Context: an optimization exercise on an open-source flow, tuned for small area and a short achievable clock period. The choices shown serve that exercise and are no tape-out recipe.
Function was checked by simulation only, so behaviour that the tests miss may differ from the original.

File: design/flow/design.v
module crane_add #(parameter W = 16) (
    input  wire [W-1:0] a,
    input  wire [W-1:0] b,
    input  wire         ci,
    output wire [W-1:0] s
);
    reg [W-1:0] g, p, pp;
    integer i, d;
    always @* begin
        g  = a & b;
        p  = a ^ b;
        pp = p;
        g[0] = g[0] | (p[0] & ci);
        for (d = 1; d < W; d = d * 2)
            for (i = 2 * d - 1; i < W; i = i + 2 * d) begin
                g[i]  = g[i] | (pp[i] & g[i-d]);
                pp[i] = pp[i] & pp[i-d];
            end
        for (d = 128; d >= 1; d = d / 2)
            for (i = 3 * d - 1; i < W; i = i + 2 * d) begin
                g[i]  = g[i] | (pp[i] & g[i-d]);
                pp[i] = pp[i] & pp[i-d];
            end
    end
    assign s = p ^ {g[W-2:0], ci};
endmodule
module crane_csa #(parameter W = 16) (
    input  wire [W-1:0] a,
    input  wire [W-1:0] b,
    input  wire [W-1:0] c,
    output wire [W-1:0] s,
    output wire [W-1:0] cy
);
    assign s  = a ^ b ^ c;
    assign cy = {(a[W-2:0] & b[W-2:0]) | (a[W-2:0] & c[W-2:0]) | (b[W-2:0] & c[W-2:0]), 1'b0};
endmodule
module crane_mul8 (
    input  wire [7:0]  a,
    input  wire [7:0]  b,
    output wire [15:0] p
);
    wire [15:0] r [0:8];
    genvar i;
    generate
        for (i = 0; i < 7; i = i + 1) begin : g_row
            assign r[i] = {8'd0, ~(a[7] & b[i]), a[6:0] & {7{b[i]}}} << i;
        end
    endgenerate
    assign r[7] = {1'b0, a[7] & b[7], ~(a[6:0] & {7{b[7]}}), 7'd0};
    assign r[8] = 16'h8100;
    wire [15:0] s0, c0, s1, c1, s2, c2, s3, c3, s4, c4, s5, c5, s6, c6;
    crane_csa #(16) u0 (r[0], r[1], r[2], s0, c0);
    crane_csa #(16) u1 (r[3], r[4], r[5], s1, c1);
    crane_csa #(16) u2 (r[6], r[7], r[8], s2, c2);
    crane_csa #(16) u3 (s0, c0, s1, s3, c3);
    crane_csa #(16) u4 (c1, s2, c2, s4, c4);
    crane_csa #(16) u5 (s3, c3, s4, s5, c5);
    crane_csa #(16) u6 (s5, c5, c4, s6, c6);
    crane_add #(16) ua (s6, c6, 1'b0, p);
endmodule
module crane_fmt_ctl (
    input  wire [2:0] fmt,
    output wire [8:0] ctl,        
    output reg  [4:0] neg_emin    
);
    assign ctl = {fmt == 3'd5,                        
                  fmt == 3'd4,                        
                  (fmt == 3'd2) | (fmt == 3'd3),      
                  fmt[2:1] == 2'd0,                   
                  fmt == 3'd1,                        
                  fmt == 3'd0,                        
                  (fmt == 3'd0) | (fmt == 3'd3),      
                  (fmt == 3'd1) | (fmt == 3'd2),      
                  fmt == 3'd3};                       
    always @* begin
        case (fmt)
            3'd0:    neg_emin = 5'd9;
            3'd1:    neg_emin = 5'd16;
            3'd2:    neg_emin = 5'd4;
            3'd3:    neg_emin = 5'd3;
            3'd4:    neg_emin = 5'd1;
            default: neg_emin = 5'd0;
        endcase
    end
endmodule
module crane_elem_decode (
    input  wire [8:0] ctl,
    input  wire [7:0] code,
    output wire       nf,
    output wire       nz,         
    output wire [7:0] sv,
    output wire [4:0] le
);
    wire i8 = ctl[8], e21 = ctl[7], six = ctl[6], fp8 = ctl[5];
    wire e52 = ctl[4], e43 = ctl[3], m3 = ctl[2], m2 = ctl[1], e23 = ctl[0];
    wire c0 = code[0], c1 = code[1], c2 = code[2], c3 = code[3];
    wire c4 = code[4], c5 = code[5], c6 = code[6], c7 = code[7];
    wire [4:0] e = {e52 & c6,
                    (e43 & c6) | (e52 & c5),
                    (e43 & c5) | (m2 & c4),
                    (m3 & c4) | (m2 & c3) | (e21 & c2),
                    (m3 & c3) | (m2 & c2) | (e21 & c1)};
    wire ez = (e == 5'd0);
    wire s  = (fp8 & c7) | (six & c5) | (e21 & c3);
    wire [3:0] m = {m3 & ~ez,
                    (m3 & c2) | (m2 & ~ez),
                    (m3 | m2) ? c1 : (e21 & ~ez),
                    (m3 | m2 | e21) & c0};
    wire mnz = |m;
    wire [3:0] mn = {m[3] ^ (s & (|m[2:0])), m[2] ^ (s & (|m[1:0])), m[1] ^ (s & m[0]), m[0]};
    assign sv = i8 ? code : {{4{s & mnz}}, mn};
    assign nz = i8 ? (|code) : mnz;
    assign le = {e[4:1], e[0] | ez};
    assign nf = (c6 & c5 & c4 & c3 & c2) & (e52 | (e43 & c1 & c0));
endmodule
module crane_lane_s1 (
    input  wire [8:0]  wctl,
    input  wire [8:0]  xctl,
    input  wire        nan,       
    input  wire [7:0]  w,
    input  wire [7:0]  x,
    input  wire [6:0]  cs,        
    input  wire        hi_all,    
    input  wire        hi_none,   
    input  wire [5:0]  hi_lo,     
    input  wire        bg_all,    
    input  wire        bg_none,
    input  wire [5:0]  bg_lo,     
    input  wire        lo_all,    
    input  wire        lo_none,
    input  wire [5:0]  lo_lo,     
    input  wire        en,
    output wire [15:0] p,         
    output wire        keep,      
    output wire        bg,        
    output wire [3:0]  d,         
    output wire [6:0]  sh,        
    output wire        ev_nf,
    output wire        ev_inx,    
    output wire        ev_ovf     
);
    wire       w_nf, x_nf, w_nz, x_nz;
    wire [7:0] w_sv, x_sv;
    wire [4:0] w_le, x_le;
    crane_elem_decode u_wdec (.ctl(wctl), .code(w), .nf(w_nf), .nz(w_nz), .sv(w_sv), .le(w_le));
    crane_elem_decode u_xdec (.ctl(xctl), .code(x), .nf(x_nf), .nz(x_nz), .sv(x_sv), .le(x_le));
    crane_mul8 u_mul (.a(w_sv), .b(x_sv), .p(p));                   
    wire        p_nf = w_nf | x_nf | nan;
    wire        live = en & !p_nf & w_nz & x_nz;
    wire [5:0]  l  = {1'b0, w_le} + {1'b0, x_le};
    wire        hi = hi_all | (!hi_none & (l > hi_lo));
    wire        lo = lo_all | (!lo_none & (l < lo_lo));
    assign d      = hi_lo[3:0] - l[3:0];
    assign bg     = bg_all | (!bg_none & (l > bg_lo));
    assign keep   = live & !hi & !lo;
    assign sh     = {1'b0, l} + cs;
    assign ev_nf  = en & p_nf;
    assign ev_inx = live & lo;
    assign ev_ovf = live & hi;
endmodule
module crane_lane_s2 #(parameter LW = 72) (
    input  wire [15:0]   p,
    input  wire          keep,
    input  wire          bg,
    input  wire [3:0]    d,
    input  wire [6:0]    sh,
    output wire [LW-1:0] t,       
    output wire          rup,     
    output wire          inx,
    output wire          ovf
);
    wire [14:0] mhi = 15'h7fff << d;                   
    wire [14:0] np  = ~p[14:0];
    wire        big = p[15] ? ((|(np & mhi)) | (&(np | mhi))) : (|(p[14:0] & mhi));
    wire        ov  = bg & big;
    wire        on  = keep & !ov;
    wire signed [22:0] sa = $signed(p) <<< sh[2:0];
    wire signed [30:0] sb = sh[3] ? {sa, 8'd0} : {{8{sa[22]}}, sa};
    wire signed [30:0] sm = sb & {31{on}};
    wire [LW+13:0] f = $signed(sm) <<< {sh[6:4], 4'd0};
    wire guard  = f[13];
    wire sticky = |f[12:0];
    assign t   = f[LW+13:14];
    assign rup = guard & (sticky | t[0]);
    assign inx = guard | sticky;
    assign ovf = keep & ov;
endmodule
module crane_dot4 (
    input  wire         clk,
    input  wire         rst,
    input  wire         in_valid,
    input  wire         in_acc,
    input  wire [9:0]   in_anchor,
    input  wire [2:0]   in_wfmt,
    input  wire [2:0]   in_xfmt,
    input  wire         in_wmx,
    input  wire         in_xmx,
    input  wire [7:0]   in_wscale,
    input  wire [7:0]   in_xscale,
    input  wire [31:0]  in_w,
    input  wire [31:0]  in_x,
    output reg          out_valid,
    output wire [127:0] out_acc,
    output wire         out_ovf,
    output wire         out_inx,
    output wire         out_nf
);
    localparam G  = 3;                  
    localparam LW = 72;                 
    localparam SW = 74;                 
    reg        v0, acc0, wmx0, xmx0;
    reg [9:0]  a0;
    reg [2:0]  wf0, xf0;
    reg [8:0]  wctl, xctl;      
    wire [8:0] wctl_in, xctl_in;
    wire [4:0] w_nemin_in, x_nemin_in;
    crane_fmt_ctl u_wctl (.fmt(in_wfmt), .ctl(wctl_in), .neg_emin(w_nemin_in));
    crane_fmt_ctl u_xctl (.fmt(in_xfmt), .ctl(xctl_in), .neg_emin(x_nemin_in));
    reg [7:0]  ws0, xs0;
    reg [31:0] w0, x0;
    always @(posedge clk) begin
        v0   <= in_valid & ~rst;
        acc0 <= in_acc;
        a0   <= in_anchor;
        wf0  <= in_wfmt;   xf0 <= in_xfmt;
        wctl <= wctl_in;   xctl <= xctl_in;
        wmx0 <= in_wmx;    xmx0 <= in_xmx;
        ws0  <= in_wscale; xs0 <= in_xscale;
        w0   <= in_w;      x0 <= in_x;
    end
    wire [8:0] wctl_u, xctl_u;
    wire [4:0] w_nemin, x_nemin;
    crane_fmt_ctl u_wem (.fmt(wf0), .ctl(wctl_u), .neg_emin(w_nemin));
    crane_fmt_ctl u_xem (.fmt(xf0), .ctl(xctl_u), .neg_emin(x_nemin));
    wire signed [11:0] c = 12'sd96 - $signed({7'd0, w_nemin}) - $signed({7'd0, x_nemin})
                         + (wmx0 ? $signed({4'd0, ws0}) - 12'sd127 : 12'sd0)
                         + (xmx0 ? $signed({4'd0, xs0}) - 12'sd127 : 12'sd0)
                         - $signed({{2{a0[9]}}, a0});
    wire nan = (wmx0 & (ws0 == 8'hff)) | (xmx0 & (xs0 == 8'hff));
    wire signed [11:0] th_hi = 12'sd114 - c;     
    wire signed [11:0] th_bg = 12'sd99 - c;      
    wire signed [11:0] th_lo = -12'sd12 - c;     
    wire        cneg = c[11];
    wire [6:0]  cs   = cneg ? c[6:0] + 7'd12 : {4'd0, c[2:0]} + 7'd12;
    wire [15:0] p1 [0:3];
    wire [6:0]  sh1 [0:3];
    wire [3:0]  keep1, bg1, ev_nf, ev_inx, ev_ovf;
    wire [3:0]  d1 [0:3];
    genvar i;
    generate
        for (i = 0; i < 4; i = i + 1) begin : g_lane1
            crane_lane_s1 u_lane (
                .wctl(wctl), .xctl(xctl), .nan(nan),
                .w(w0[8*i +: 8]), .x(x0[8*i +: 8]), .cs(cs),
                .hi_all(th_hi[11]), .hi_none(!th_hi[11] && th_hi[10:6] != 5'd0), .hi_lo(th_hi[5:0]),
                .bg_all(th_bg[11]), .bg_none(!th_bg[11] && th_bg[10:6] != 5'd0), .bg_lo(th_bg[5:0]),
                .lo_all(!th_lo[11] && th_lo[10:6] != 5'd0), .lo_none(th_lo[11] || th_lo == 12'sd0),
                .lo_lo(th_lo[5:0]), .en(v0),
                .p(p1[i]), .keep(keep1[i]), .bg(bg1[i]), .d(d1[i]), .sh(sh1[i]),
                .ev_nf(ev_nf[i]), .ev_inx(ev_inx[i]), .ev_ovf(ev_ovf[i])
            );
        end
    endgenerate
    wire [6-G:0] cc1 = cneg ? {(7-G){1'b0}} : c[6:G];
    reg         v1, acc1;
    reg [15:0]  p1r [0:3];
    reg [6:0]   sh1r [0:3];
    reg [3:0]   keep1r, bg1r;
    reg [3:0]   d1r [0:3];
    reg [6-G:0] cc1r;
    reg [2:0]   ev1;
    integer j;
    always @(posedge clk) begin
        v1   <= v0 & ~rst;
        acc1 <= acc0;
        for (j = 0; j < 4; j = j + 1) begin
            p1r[j]  <= p1[j];
            sh1r[j] <= sh1[j];
            d1r[j]  <= d1[j];
        end
        keep1r <= keep1;
        bg1r   <= bg1;
        cc1r   <= cc1;
        ev1    <= {|ev_ovf, |ev_inx, |ev_nf};
    end
    wire [LW-1:0] t [0:3];
    wire [3:0]    rup, inx2, ovf2;
    generate
        for (i = 0; i < 4; i = i + 1) begin : g_lane2
            crane_lane_s2 #(.LW(LW)) u_lane (
                .p(p1r[i]), .keep(keep1r[i]), .bg(bg1r[i]), .d(d1r[i]), .sh(sh1r[i]),
                .t(t[i]), .rup(rup[i]), .inx(inx2[i]), .ovf(ovf2[i])
            );
        end
    endgenerate
    wire [SW-1:0] e0 = {{(SW-LW){t[0][LW-1]}}, t[0]};
    wire [SW-1:0] e1 = {{(SW-LW){t[1][LW-1]}}, t[1]};
    wire [SW-1:0] e2 = {{(SW-LW){t[2][LW-1]}}, t[2]};
    wire [SW-1:0] e3 = {{(SW-LW){t[3][LW-1]}}, t[3]};
    wire [SW-1:0] sa, ca, sb, cb;
    crane_csa #(SW) u_c0 (e0, e1, e2, sa, ca);
    crane_csa #(SW) u_c1 (e3, sa, ca | {{(SW-1){1'b0}}, rup[0]}, sb, cb);
    wire [SW-1:0] lsum;
    crane_add #(SW) u_lsum (sb, cb | {{(SW-1){1'b0}}, rup[1]}, rup[2], lsum);
    reg          v2, acc2;
    reg [SW-1:0] lsum2;
    reg [6-G:0]  cc2;
    reg [2:0]    ev2;
    reg          rup2;
    always @(posedge clk) begin
        rup2  <= rup[3];
        v2    <= v1 & ~rst;
        acc2  <= acc1;
        lsum2 <= lsum;
        cc2   <= cc1r;
        ev2   <= ev1 | {|ovf2, |inx2, 1'b0};
    end
    reg         stale;    
    reg [127:0] acc_r;
    reg [2:0]   flg;
    wire        keep  = acc2 & ~stale;
    wire [127:0] tsum = $signed({{(128-SW){lsum2[SW-1]}}, lsum2}) <<< {cc2, {G{1'b0}}};
    wire [127:0] nacc;
    crane_add #(128) u_acc (acc_r & {128{keep | ~v2}}, tsum, rup2, nacc);
    always @(posedge clk) begin
        out_valid <= v2 & ~rst;
        acc_r     <= nacc;
        if (v2) flg <= (flg & {3{keep}}) | ev2;
        if (rst)     stale <= 1'b1;
        else if (v2) stale <= 1'b0;
    end
    assign out_acc = acc_r;
    assign {out_ovf, out_inx, out_nf} = flg;
endmodule
File: design/flow/constraint.sdc
create_clock -name core_clock -period 24.0 [get_ports {clk}]
set_input_delay 4.8000 -clock core_clock [delete_from_list [all_inputs] [get_ports {clk}]]
set_output_delay 4.8000 -clock core_clock [all_outputs]
set_load 0.01 [all_outputs]
File: design/flow/config.mk
export PLATFORM = sky130hd
export DESIGN_NAME = crane_dot4
export DESIGN_NICKNAME = crane_dot4
export VERILOG_FILES = /design/flow/design.v
export SDC_FILE = /design/flow/constraint.sdc
export NUM_CORES = 4
export LEC_CHECK = 0
export ABC_AREA = 1
export CAP_MARGIN = 20
export CORE_MARGIN = 2
export CORE_UTILIZATION = 65
export PLACE_DENSITY = 0.75
export SLEW_MARGIN = 20
File: design/flow/run.sh
#!/bin/bash
# synth_recipe.tcl (not shown) runs the flow's synth.tcl, then flattens the netlist and writes it again
# the make line also repeats each setting of config.mk as NAME=value (left out here)
make -C /OpenROAD-flow-scripts/flow DESIGN_CONFIG=/design/flow/config.mk WORK_HOME=/design/flow/orfs CLKGATE_MAP_FILE= SYNTH_SCRIPT=/design/flow/synth_recipe.tcl finish
==> out/metrics.yaml, run 1 <==
numCtsBuffers: 50
cp-end-kind: "flip-flop"
n_fill_cell: 6148
cp.arrival_ns: 8.99
finClkSkew_ns: 0.0368
multi_input_area_sq_um: 36600
synth-seq-cells: 454
grt_overflow: 0
place_congestion: 1.12
seq_area_frac_synth: 0.178
syn_to_final_growth_pct: 9.28
instances_no_fill: 8466
grt_pass1_vias: 50314
r2r_cells: 41
wl_met1_um: 63200
start_util: 0.659
synth_warnings: 12
cts-htree-levels: 2
min_path_type: "flip-flop to flip-flop"
wl_per_cell_um: 22.5
cts_tree: "done"
holdPathEnd: "cc2[1]"
regToRegStartpoint: "d1r[0][0]"
rsz0062_at_grt: "no"
dieWidth_um: 285
max_freq_mhz: 118
met2_length_um: 85000
async_flop_share: 0
place_area_sq_um: 54100
drive_gt1_frac: 0.0357
synth_area_sq_um: 51200
syn-num-nets: 8330
ys.flop_type: "dfxtp_1"
r2r_end: "lsum2[73]"
min_path_cells: 0
crit_fanout: 28
antenna_found_initial: 13
vias: 51860
place_inst: 8364
clockBufferDepth: 3
clock_sinks: 454
slowest_delay_ns: 0.81
ctsResizeCount: 0
regArea_sq_um: 9130
slew_violations: 0
drc: 0
ios: 234
clock_latency_ns: 0.64
status: "timing/DRC/antenna clean"
layout.nets: 8399
dieHeight_um: 285
die_area_sq_um: 81000
synth-edff-count: 3
final.min_clock_period_ns: 8.45
setup-tns-final_ns: 0
required_ns: 24.54
clk_pin_slew_ns: 0.08
grt_max_degree: 90
hpwl_um: 150000
fp.coreArea_sq_um: 77700
max-slew-margin-rel: 0.101
path_common_cell: "nand2_1"
post_cts.repair.setup_buffers: 0
final_area_sq_um: 55900
route.top_layer_used: "met5"
cp_slowest_cell: "dfxtp_1"
root_buffer: "clkbuf_16"
maxCapViolCount: 0
crit_type: "flip-flop to flip-flop"
holdWs_ns: 0.309
hold_viol_final: 0
syn_area_per_cell_sq_um: 7.00
wl_met3_um: 18200
dpl_worst_slack_ns: 15.89
ant_nets: 0
setup_violations: 0
fin_crit_sh: 0.352
ys_types: 67
syn_inst: 7309
grt_pass1_wl_um: 288000
reg2reg_slack_ns: 15.55
io_buffers: 233
startpoint_type: "flip-flop"
drt_iter0_drc: 6174
viasPerCell: 6.13
tightest_slew_ns: 1.35
num_rows: 102
drtPass1Iterations: 13
hp-start: "cc1r[1]"
setup_slack_ns: 15.55
track_usage: 0.462
cts-hold-fix-buffers: 0
finalWirelength_um: 190000
synth_stat cells, types with 36 or more instances:
master       n  area [sq um]
nor2_1     823          3090
xnor2_1     36           315
ha_1       466          5830
a211oi_1    38           285
nand2_1   1515          5690
nor3_1      52           260
nand3_1    413          2070
a31oi_1     38           238
nand4_1     80           500
xor2_1     157          1380
dfxtp_1    451          9030
a21oi_1    386          1930
inv_1     1128          4230
clkbuf_1   192           721
o21ai_0    546          2730
fa_1       453          9070
o22ai_1     45           282
kinds of logic (layout without fill, tap and decap cells):
family | count (synthesis) | count (layout) | synth area share
compound gates | 1288 | 1288 | 0.142
xor+xnor | 196 | 196 | 0.0340
other cells | 0 | 6 | 0
simple gates | 2993 | 2993 | 0.242
fa+ha+maj | 919 | 919 | 0.291
flops | 454 | 454 | 0.178
buf+inv | 1427 | 1538 | 0.107
mux | 32 | 32 | 0.00626
cells in the final DEF, fill, tap and decap left out, drive strengths merged, types with 37 or more instances in the layout:
master	n
a211oi	38
a31oi	38
fa	453
nand3	413
xor2	159
nor2	832
dfxtp	451
a21oi	396
ha	466
xnor2	37
nand4	80
clkdlybuf4s50	233
clkbuf	65
nor3	52
inv	1161
nand2	1538
o22ai	45
buf	45
o21ai	585
area by class of cell:
cell class | count | share of cell area
clock buffer | 65 | 0.0252
antenna | 6 | 0.000268
inverter | 1166 | 0.0784
multi-input combinational | 5428 | 0.654
tap | 1040 | 0.0233
timing repair buffer | 278 | 0.0478
clock inverter | 29 | 0.00751
sequential | 454 | 0.163
through the flow:
step            util
2_1_floorplan      -
3_3_place_gp   0.696
3_5_place_dp   0.696
4_1_cts        0.719
5_1_grt        0.720
6_report       0.720
worst max-delay path by stage:
stage / start / endpoint / slack [ns] / depth (start not counted)
global placement: d1r[0][0] / lsum2[73] / 15.98 / 41
floorplan: d1r[0][3] / lsum2[73] / 17.81 / 40
global route: d1r[2][0] / lsum2[73] / 14.98 / 41
finish: d1r[0][0] / lsum2[73] / 15.55 / 41
detailed placement: d1r[0][0] / lsum2[73] / 15.89 / 41
CTS: d1r[0][0] / lsum2[73] / 15.74 / 41
layer usage:
metal	GRT usage	vias up
met4	0.455	18
met5	0	-
li1	-	23578
met2	0.745	3327
met3	0.107	1160
met1	0.494	23777
sequential cells by signal (all words and copies together) (netlist names), 8 cells and up:
| name | count |
|---|---|
| sh1r | 24 |
| xs0 | 8 |
| xctl | 8 |
| lsum2 | 74 |
| w0 | 32 |
| wctl | 8 |
| x0 | 32 |
| p1r | 64 |
| d1r | 16 |
| a0 | 10 |
| acc_r | 128 |
| ws0 | 8 |
worst max-delay path: cells and delay by family, from the launching register on:
family	cells	cell delay [ns]
adder cells (fa/ha/maj)	5	2.31
flip-flops	1	0.81
AND/OR/NAND/NOR	26	3.30
AO/OA/AOI/OAI	4	1.10
buffers and inverters	4	0.41
XOR/XNOR	2	0.38
==> inputs of run 2 (changes only) <==
==> design/flow/config.mk (replaced) <==
export PLATFORM = sky130hd
export DESIGN_NAME = crane_dot4
export DESIGN_NICKNAME = crane_dot4
export VERILOG_FILES = /design/flow/design.v
export SDC_FILE = /design/flow/constraint.sdc
export NUM_CORES = 4
export LEC_CHECK = 0
export CAP_MARGIN = 20
export CORE_MARGIN = 2
export CORE_UTILIZATION = 40
export SLEW_MARGIN = 20
==> run 2 against run 1 <==
Net effect:
- final cell count is 6.1% lower
- worst setup slack worse by 0.57 ns
- fmax is 6.3% lower
- flip-flop and latch count stayed put
- non-clock buffer count is 24 higher
- highest routed layer is now met4
==> out/metrics.yaml, run 2 <==
path_common_cell: "fa_1"
cts-htree-levels: 2  # unchanged
drt_iter0_drc: 4570  # -26%
ios: 234  # unchanged
numCtsBuffers: 53  # +6.0%
ant_nets: 0  # unchanged
cts-hold-fix-buffers: 0  # unchanged
final_cell_mix: "572 x inv_1, 563 x nand2_1, 519 x nor2_1, 507 x a21oi_1, 466 x ha_1"
largest_register_ffs: 128  # unchanged
crit_fanout: 40  # +43%
finalWirelength_um: 182000  # -4.1%
syn_area_per_cell_sq_um: 8.23  # +17%
clk_pin_slew_ns: 0.06  # -0.02 ns
grt_pass1_wl_um: 279000  # -3.4%
viasPerCell: 5.75  # -6.1%
antenna_found_initial: 2  # -11
required_ns: 24.61  # +0.07 ns
finClkSkew_ns: 0.0828  # +0.0460 ns
layout.nets: 7267  # -13%
setup-tns-final_ns: 0  # unchanged
yosys-top-cells-area: "fa_1 18%, dfxtp_1 18%, ha_1 11%, a21oi_1 5.0%, inv_1 4.2%"
ys_types: 101  # +51%
cp.arrival_ns: 9.63  # +0.64 ns
grt_overflow: 0  # unchanged
synth-edff-count: 3  # unchanged
synth_warnings: 12  # unchanged
min_path_type: "flip-flop to flip-flop"
instances_no_fill: 7951  # -6.1%
final_common_cell: "inv_1"
clock_latency_ns: 0.70  # +0.06 ns
place_inst: 7853  # -6.1%
clockBufferDepth: 3  # unchanged
drive_gt1_frac: 0.0493  # +0.0136
root_buffer: "clkbuf_16"
rsz0062_at_grt: "no"
drtPass1Iterations: 9  # -4
synth_area_sq_um: 51100  # -0.11%
ys.flop_type: "dfxtp_1"
synth-seq-cells: 454  # unchanged
post_cts.repair.setup_buffers: 0  # unchanged
max_freq_mhz: 111  # -6.3%
yosys-top-cells-count: "572 x inv_1, 563 x nand2_1, 521 x nor2_1"
syn_inst: 6215  # -15%
dieWidth_um: 362  # +27%
ctsResizeCount: 0  # unchanged
num_rows: 131  # +28%
final.min_clock_period_ns: 9.02  # +0.565 ns
io_buffers: 233  # unchanged
setup_violations: 0  # unchanged
syn_to_final_growth_pct: 10.7
antenna-diode-count: 0  # -6
maxCapViolCount: 0  # unchanged
place_congestion: 1.05  # -6.2%
slowest_delay_ns: 0.74  # -0.07 ns
crit_type: "flip-flop to flip-flop"
hpwl_um: 150000  # about the same
dieHeight_um: 362  # +27%
top_regs: "acc_r: 128 flops, lsum2: 74 flops, p1r: 64 flops"
cp_slowest_cell: "dfxtp_1"
drc: 0  # unchanged
tightest_slew_ns: 1.20  # -0.144 ns
wl_per_cell_um: 22.9  # +2.1%
syn-num-nets: 7236  # -13%
fin_crit_sh: 0.376  # +0.0236
fp.coreArea_sq_um: 127000  # +64%
yosysTopAreaCell: "fa_1"
hold_viol_final: 0  # unchanged
track_usage: 0.275  # -0.187
clock_sinks: 454  # unchanged
grt_max_degree: 96  # +6.7%
startpoint_type: "flip-flop"
seq_area_frac_synth: 0.178  # +0.000196
die_area_sq_um: 131000  # +61%
status: "timing/DRC/antenna clean"
max-slew-margin-rel: 0.189  # +0.0872
cts_tree: "done"
start_util: 0.402  # -0.257
synth_most_common_cell: "inv_1"
vias: 45750  # -12%
yosysTopAreaCellShare: 0.177  # +0.000195
cp-end-kind: "flip-flop"
grt_pass1_vias: 45019  # -11%
async_flop_share: 0  # unchanged
slew_violations: 0  # unchanged
largest_register: "acc_r"
==> run 2: final cells by class <==
class / count / area (sq um)
repair buffers: 302 / 2850
multi-input cells: 4854 / 38600
clock inverters: 26 / 290
well taps: 1662 / 2080
clock buffers: 72 / 1500
fillers: 12738 / 70600
flip-flops and latches: 454 / 9130
inverters: 581 / 2180
==> run 2: layer usage <==
metal / part of all wire / track usage / vias to the layer above
li1: - / - / 21519
met1: 0.41 / 0.350 / 22018
met4: 0.056 / 0.131 / 0
met2: 0.46 / 0.459 / 1807
met3: 0.065 / 0.0377 / 406
met5: 0 / 0 / -
==> run 2: path summary, 6_finish.rpt <==
kind / endpoint / slack (ns) / start / cells after the start
setup / recovery: lsum2[73] / 14.98 / d1r[2][3] / 28
hold / removal: acc2 / 0.33 / acc1 / 0
setup reg to reg: lsum2[73] / 14.98 / d1r[2][3] / 28
hold reg to reg: acc2 / 0.33 / acc1 / 0
==> run 2: worst max-delay path, delay by kind of cell (launching register included) <==
family | cells | cell delay, ns
flip-flops | 1 | 0.74
buffers and inverters | 3 | 0.61
XOR/XNOR | 2 | 0.38
adder cells (fa/ha/maj) | 5 | 2.46
AND/OR/NAND/NOR | 8 | 2.00
AO/OA/AOI/OAI | 10 | 2.83
==> run 2: cell families (layout without fill, tap and decap cells) <==
family | after synthesis | count (layout) | share of synthesized area
adders and majority gates | 924 | 924 | 0.292
xor gates and xnor gates | 205 | 205 | 0.0351
DFF | 454 | 454 | 0.178
buffers and inverters | 907 | 981 | 0.0678
muxes | 222 | 222 | 0.0518
AOI/OAI and AO/OA | 1646 | 1646 | 0.202
and+or+nand+nor | 1857 | 1857 | 0.173
==> run 2: metrics by stage <==
stage | hold slack, ns | area [sq um] | util | setup slack [ns]
2_1_floorplan | 0.310 | 51100 | - | 16.95
3_3_place_gp | 0.312 | 54800 | 0.431 | 15.38
3_5_place_dp | 0.316 | 54800 | 0.431 | 15.14
4_1_cts | 0.331 | 56600 | 0.445 | 15.18
5_1_grt | 0.333 | 56600 | 0.445 | 14.61
6_report | 0.330 | 56600 | 0.445 | 14.98

==> port drivers added, routing unchanged <==
The results above use ideal ports. As a check the final layouts listed here were re-extracted and re-timed, cells and wires unchanged. Step 1 sets driving cells, clkbuf_16 on the clock port and buf_2 on the other inputs (assumed; they add their load-dependent delay and slew). Step 2 times the ports against the registers' clock, not the clock port: input delays grow and output delays shrink by t, the midpoint of the rising clock arrivals with the driver on. Three values: ideal, step 1, step 2; two values: the first two.
run | t (ns) | setup slack, ns | worst setup path after step 2 | slew at the worst register clock pin (ns) | cell pins on the clock port's net
run 1 | 0.692 | 15.549 / 15.549 / 15.549 | register to register | 0.08 / 0.08 | 1
run 2 | 0.732 | 14.983 / 14.983 / 14.983 | register to register | 0.07 / 0.07 | 1
After both steps every run listed still meets setup and hold.
